Source: an optimization exercise on an open RTL-to-GDS flow (aim: small area, a short achievable clock period and few clock cycles per item). Production flows keep margins and buffers that such runs may drop.
The RTL was checked by simulation tests, not by an equivalence proof against the original design.
Power and IR drop assume default switching activity.

[design/flow/run.sh]
#!/bin/bash
# synth_recipe.tcl (not shown) runs the flow's synth.tcl, then flattens the netlist and writes it again
# the make line also repeats each setting of config.mk as NAME=value (left out here)
make -C /OpenROAD-flow-scripts/flow DESIGN_CONFIG=/design/flow/config.mk WORK_HOME=/design/flow/orfs CLKGATE_MAP_FILE= SYNTH_SCRIPT=/design/flow/synth_recipe.tcl finish
[design/flow/config.mk]
export PLATFORM = sky130hd
export DESIGN_NAME = edge_xing
export DESIGN_NICKNAME = edge_xing
export VERILOG_FILES = /design/flow/design.v
export SDC_FILE = /design/flow/constraint.sdc
export NUM_CORES = 4
export LEC_CHECK = 0
export CAP_MARGIN = 20
export CORE_MARGIN = 2
export CORE_UTILIZATION = 40
export SLEW_MARGIN = 20
[design/flow/constraint.sdc]
create_clock -name core_clock -period 20.0 [get_ports {clk}]
set_input_delay 4.0000 -clock core_clock [delete_from_list [all_inputs] [get_ports {clk}]]
set_output_delay 4.0000 -clock core_clock [all_outputs]
set_load 0.01 [all_outputs]
[design/flow/design.v]
module edge_xing (
    input  wire               clk,
    input  wire               rst,
    input  wire               in_valid,
    output wire               in_ready,
    input  wire signed [19:0] in_xa,
    input  wire signed [19:0] in_ya,
    input  wire signed [19:0] in_xb,
    input  wire signed [19:0] in_yb,
    input  wire signed [15:0] in_row,
    output wire               out_valid,
    input  wire               out_ready,
    output wire               out_hit,
    output wire               out_last,
    output wire        [7:0]  out_k,
    output wire               out_dir,
    output wire signed [27:0] out_x
);
    localparam integer I_IDLE = 0, I_PREP = 1, I_DIV = 2, I_HA = 3, I_HD = 4,
                       I_FIN = 5, I_OUT = 6;
    localparam [6:0] S_IDLE = 7'd1 << I_IDLE, S_PREP = 7'd1 << I_PREP,
                     S_DIV = 7'd1 << I_DIV, S_HA = 7'd1 << I_HA,
                     S_HD = 7'd1 << I_HD, S_FIN = 7'd1 << I_FIN,
                     S_OUT = 7'd1 << I_OUT;
    reg  [6:0]  st;
    reg         rdy, pend;
    reg  signed [19:0] cxa, cya, cxb, cyb;
    reg  signed [15:0] crow;
    wire        [25:0] tr = {cyb[9:0], crow};
    reg         neg, dir, hit, last;
    reg  [25:0] q1;      
    reg  [20:0] r1;      
    reg  [19:0] den;     
    reg  [27:0] x;       
    reg  [20:0] r;       
    reg  [7:0]  k, kmax;
    reg  [4:0]  cnt;
    wire acc = in_valid & rdy;
    wire signed [20:0] dy = {cyb[19], cyb} - {cya[19], cya};
    wire               sw = dy[20];                  
    wire        [20:0] dya = sw ? -dy : dy;
    wire signed [20:0] dx = {cxb[19], cxb} - {cxa[19], cxa};
    wire        [20:0] dxa = dx[20] ? -dx : dx;
    wire signed [25:0] r256 = {{2{crow[15]}}, crow, 8'b0};
    wire signed [25:0] na_a = r256 - {{3{cya[19]}}, cya, 3'b0};   
    wire signed [25:0] na_b = r256 - {{3{cyb[19]}}, cyb, 3'b0};   
    wire signed [25:0] na = sw ? na_b : na_a;       
    wire signed [25:0] nb = sw ? na_a : na_b;       
    wire        [25:0] nbn = ~nb;                   
    wire               na_pos = ~na[25] & (na != 26'd0);
    wire               p_hit = (dy != 21'd0) & nb[25] & (na >= -26'sd255);
    wire        [7:0]  na_neg = -na[7:0];
    wire        [7:0]  p_kmin = na_pos ? 8'd0 : na_neg;
    wire        [7:0]  p_kmax = (nbn[25:8] != 18'd0) ? 8'd255 : nbn[7:0];
    wire        [25:0] p_t = na_pos ? {na[23:0], 1'b1, 1'b1} : 26'd3;   
    wire        [19:0] p_xl = sw ? cxb : cxa;
    wire [21:0] ds  = {r1, q1[25]};
    wire [22:0] dsd = {1'b0, ds} - {2'b0, den, 1'b0};
    wire        dq  = ~dsd[22];
    wire [20:0] r1_n = dq ? dsd[20:0] : ds[20:0];
    wire [25:0] q1_n = {q1[24:0], dq};
    wire m_dbl = st[I_HD];
    wire m_fin = st[I_FIN];
    wire m_add = st[I_HA] | st[I_OUT];
    wire [21:0] sa = m_dbl ? {r, 1'b0} : {1'b0, r};
    wire [21:0] sb = m_fin ? {2'b0, den} : (m_add ? {1'b0, r1} : 22'd0);
    wire [21:0] dD = {1'b0, den, 1'b0};
    wire [21:0] s  = sa + sb;
    wire [22:0] sd = {1'b0, sa} + {1'b0, sb} - {1'b0, dD};
    wire [21:0] eqx = sa ^ sb ^ ~dD;
    wire [21:0] eqc = (sa & sb) | ((sa | sb) & ~dD);
    wire        z  = (eqx == ~{eqc[20:0], 1'b0});
    wire        c  = ~sd[22] & ~(neg & z);
    wire [20:0] r_n = c ? sd[20:0] : s[20:0];
    wire [27:0] negm = {28{neg}};
    wire [27:0] xa_ = m_dbl ? {x[26:0], 1'b0} : x;
    wire [27:0] xb_ = m_fin ? {cxa, 8'b0} : (m_add ? ({2'b0, q1} ^ negm) : 28'd0);
    wire [27:0] x0 = xa_ + xb_;
    wire [27:0] x1 = xa_ + xb_ + 28'd1;
    wire [27:0] x_n = (c ^ neg) ? x1 : x0;
    wire        t_done  = (tr[24:0] == {1'b1, 24'd0});
    wire        t_done1 = (tr[23:0] == {1'b1, 23'd0});    
    wire [7:0]  k_inc = k + 8'd1;
    wire       div_end = (cnt == 5'd24);
    wire       out_end = st[I_OUT] & out_ready & last;
    wire [6:0] st_n;
    assign st_n[I_IDLE] = (st[I_IDLE] & ~acc) | (out_end & ~pend & ~acc);
    assign st_n[I_PREP] = (st[I_IDLE] & acc) | (out_end & (pend | acc));
    assign st_n[I_DIV]  = (st[I_PREP] & p_hit) | (st[I_DIV] & ~div_end);
    assign st_n[I_HA]   = (st[I_DIV] & div_end) | (st[I_HD] & tr[24]);
    assign st_n[I_HD]   = (st[I_HA] & ~t_done) | (st[I_HD] & ~tr[24] & ~t_done1);
    assign st_n[I_FIN]  = (st[I_HA] & t_done) | (st[I_HD] & ~tr[24] & t_done1);
    assign st_n[I_OUT]  = (st[I_PREP] & ~p_hit) | st[I_FIN] | (st[I_OUT] & ~out_end);
    wire       pend_n = ~st[I_PREP] & (pend | acc);
    assign in_ready  = rdy;
    assign out_valid = st[I_OUT];
    assign out_hit   = hit;
    assign out_last  = last;
    assign out_k     = k;
    assign out_dir   = dir;
    assign out_x     = x;
    always @(posedge clk) begin
        if (rst) begin
            st   <= S_IDLE;
            rdy  <= 1'b1;
            pend <= 1'b0;
        end else begin
            st   <= st_n;
            pend <= pend_n;
            rdy  <= st_n[I_IDLE] | (st_n[I_OUT] & ~pend_n);
        end
        if (acc) begin
            cxa  <= in_xa;
            cya  <= in_ya;
            cxb  <= in_xb;
            cyb  <= in_yb;
            crow <= in_row;
        end else if (st[I_PREP]) begin
            cxa  <= p_xl;
            {cyb[9:0], crow} <= p_t;
        end else if ((st[I_DIV] & ~tr[25]) | st[I_HD]) begin
            {cyb[9:0], crow} <= {tr[24:0], 1'b0};
        end
        case (1'b1)
            st[I_PREP]: begin
                neg  <= dx[20] ^ sw;
                dir  <= ~sw;
                hit  <= p_hit;
                last <= 1'b1;
                k    <= p_kmin;
                kmax <= p_kmax;
                den  <= dya[19:0];
                q1   <= {dxa[19:0], 6'd0};
                r1   <= 21'd0;
                x    <= {28{dx[20] ^ sw}};
                r    <= 21'd0;
                cnt  <= 5'd0;
            end
            st[I_DIV]: begin
                q1  <= q1_n;
                r1  <= r1_n;
                cnt <= cnt + 5'd1;
            end
            st[I_HA], st[I_HD]: begin
                x <= x_n;
                r <= r_n;
            end
            st[I_FIN]: begin
                q1   <= q1_n;
                r1   <= r1_n;
                x    <= x_n;
                r    <= r_n;
                last <= (k == kmax);
            end
            st[I_OUT]: begin
                if (out_ready) begin
                    x    <= x_n;
                    r    <= r_n;
                    k    <= k_inc;
                    last <= (k_inc == kmax);
                end
            end
            default: ;
        endcase
    end
endmodule
==> run summary <==
worst paths after layout:
check | cells past startpoint | slack, ps | start | endpoint
setup reg to reg | 20 | 13540 | cyb[0]$_DFFE_PP_ | cyb[1]$_DFFE_PP_
hold / removal | 2 | 480 | r[0]$_SDFFE_PP0P_ | r[0]$_SDFFE_PP0P_
setup / recovery | 20 | 13540 | cyb[0]$_DFFE_PP_ | cyb[1]$_DFFE_PP_
hold reg to reg | 2 | 480 | r[0]$_SDFFE_PP0P_ | r[0]$_SDFFE_PP0P_
kinds of logic (layout without fill, tap and decap cells):
kind of cell / after synthesis / in the layout / synth area share, %
compound gates: 714 / 714 / 20.9
xor+xnor: 240 / 240 / 9.27
fa+ha+maj: 215 / 215 / 12.7
buf+inv: 328 / 444 / 5.60
flops: 243 / 243 / 29.4
mux: 73 / 73 / 3.46
simple gates: 862 / 862 / 18.7
cell usage after synthesis, types with 45 or more instances:
cell      number
a21o_1        45
a21oi_1      201
clkbuf_1      74
dfxtp_1       63
edfxtp_1     180
ha_1         190
inv_1        228
nand2_1      252
nand3_1       63
nor2_1       198
nor3_1        87
o21ai_0      127
xnor2_1      164
xor2_1        76
metal layers:
layer	GRT usage (%)	wire length, µm	up-vias
met2	36.9	30700	598
met5	0	16	-
met4	6.12	1950	2
met3	2.23	3700	98
met1	32.0	31900	9609
li1	-	-	9905
sequential cells by signal, indices dropped and copies added (netlist names):
register and flops:
cxb 20, r1 21, k 8, cyb 20
neg 1, cxa 20, q1 26, pend 1
kmax 5, hit 1, dir 1, den 20
x 28, cya 20, last 1, st 7
crow 16, rdy 1, cnt 5, r 21
cell type report:
cell class	instances	area (µm²)	share of cell area, %
Clock buffer	31	754	2.92
Clock inverter	25	280	1.09
Inverter	229	862	3.34
Multi-Input combinational cell	2104	14800	57.2
Sequential cell	243	6670	25.8
Tap cell	756	946	3.66
Timing Repair Buffer	159	1540	5.98
power groups by stage:
stage	clock network (mW)	logic, mW	registers (mW)
after floorplan	0	1.05	0.719
after global placement	0	1.36	0.753
after detailed placement	0	1.38	0.756
after CTS	0.588	1.39	0.745
after global routing	0.603	1.56	0.757
final	0.574	1.40	0.747
critical path: stages (launching register included):
cell	delay, ps
edfxtp_1	480
inv_1	180
ha_1	180
inv_1	50
fa_1	420
a211o_1	320
a21o_1	190
a221o_1	360
a31oi_2	300
o21ai_1	150
mux2i_4	140
buf_4	500
inv_2	420
mux2i_1	310
ha_1	240
nand2b_1	80
or4_1	430
nor4_1	200
o211ai_1	180
o31ai_4	800
o31ai_1	200
metrics by stage:
stage	area [µm²]	utilization, %
finish	25800	46.0
global placement	24800	44.1
CTS	25800	46.0
global route	25800	46.0
floorplan	22700	-
detailed placement	24800	44.1
==> flow_summary.ini <==
[yosys]
synth-seq-area-share_pct = 29.4
synth_enable_flop_cells = 180
syn_area_mm2 = 0.0227
synthTopCellsByArea = edfxtp_1 (24%), ha_1 (10%), xnor2_1 (6.3%), dfxtp_1 (5.6%), a21oi_1 (4.4%)
async_reset_ff_share_pct = 0
synthCells = 2675
synth_ff_type = edfxtp_1
yosysWarnings = 1
synth-seq-cells = 243
yosysTopAreaCellShare_pct = 23.8
yosys.area.top_type = edfxtp_1
synth.distinct_cells = 104
avgSynthCellArea_um2 = 8.47
syn_nets = 2990

[timing]
clock_skew_ps = 14.7
maxSlewHeadroom_pct = 28.7
min_period_over_period_pct = 32.3
finalHoldViolCount = 0
worst_pin_slew_ps = 1070
setup_ws_ps = 13540
holdWs_ps = 477
maxSlewViolCount = 0
tns_ps = 0
rsz0062_at_grt = no
fmax_mhz = 155
setup_viol = 0
period_needed_ps = 6460

[clock_network]
clk_pin_slew_ps = 60
cts_setup_buffers = 0
clock-sinks = 243
root_buffer = clkbuf_16
cts_max_level = 1
insertion_delay_ps = 600
cts_resized = 0
hold_buffers = 0
clockBufferDepth = 3
numCtsBuffers = 30
cts_tree = built

[place]
dp_hpwl_um = 53500
place_congestion = 0.980
port_buffers = 140
dp_slack_ps = 13360
dp.cells = 3491

[finish]
num_antenna_cells = 0
nFillCells = 5492
syn_to_final_growth_pct = 13.9
layout_commonest_cell = nand2_1
drive_gt1_share_pct = 5.66
final_cells = 3547
mostFrequentLayoutCells = nand2_1 (252), inv_1 (226), a21oi_1 (200)
nets = 3082

[floorplanning]
fp.dieW_um = 242
core_mm2 = 0.0562
die_h_um = 242
die_area_mm2 = 0.0586
pin_count = 141
start_util_pct = 40.4
placement_rows = 87

[pwr]
p_leak_nw = 10.5
p_clk_share_pct = 21.1
sw_frac_of_total_pct = 42.7
p_int_mw = 1.56
p_per_area_mw_per_mm2 = 106
p_sw_mw = 1.16
finalPower_mw = 2.73
ir_drop_v = 0.0000701
pwr-share-seq_pct = 27.4
pwr-share-comb_pct = 51.5

[drt]
dr.pass1.iters = 6
drc = 0
totalWireLength_um = 68300
routedWlPerCell_um = 19.3
drtAntennaViolNets = 0
drtIter0Drc = 1595
viasPerCell = 5.70
vias = 20200

[global_route]
grt_use_total_pct = 22.7
grt_pass1_wl_um = 107000
grt_max_degree = 86
overflow = 0
grt_pass1_vias = 19300
antenna_found_initial = 1

[worst_setup_path]
crit_fanout = 57
worst-setup-path-type = reg -> reg
arrival_ps = 6770
endpoint_kind = flop
worstPathRequired_ps = 20310
worst_setup_path_start_kind = flop

[worst_hold_path]
min_path_type = reg -> reg

[job]
cap_viol_max_count = 0

[run_status]
run_status = no timing/DRC/antenna violations
Testbench counts, summed over its fixed seeds: cycles 187,166, edges 960.

## re-timing with driven ports
No port has a modelled driver above. Below, the same layout with a new extraction and two added sets of constraints.
Step 1 (the two cells are an assumption about what drives the block):
set clk [get_ports {clk}]
set_driving_cell -lib_cell sky130_fd_sc_hd__clkbuf_16 $clk
set_driving_cell -lib_cell sky130_fd_sc_hd__buf_2 [delete_from_list [all_inputs] $clk]
Step 2, shift: input delay + t, output delay - t, t = (earliest + latest rising clock arrival at the registers) / 2. This alone moves slack from input paths to output paths.
Slacks: ideal ports / drivers / drivers and shift; pairs: ideal ports / drivers.
t, ns: 0.648
setup slack, ns: 13.541 / 13.541 / 13.372
worst slew at a driven data input, ns: 0.08
After both steps setup and hold are still met in this run. For this run, drivers alone change the setup slack by 0.000 ns; drivers and shift together by -0.169 ns.
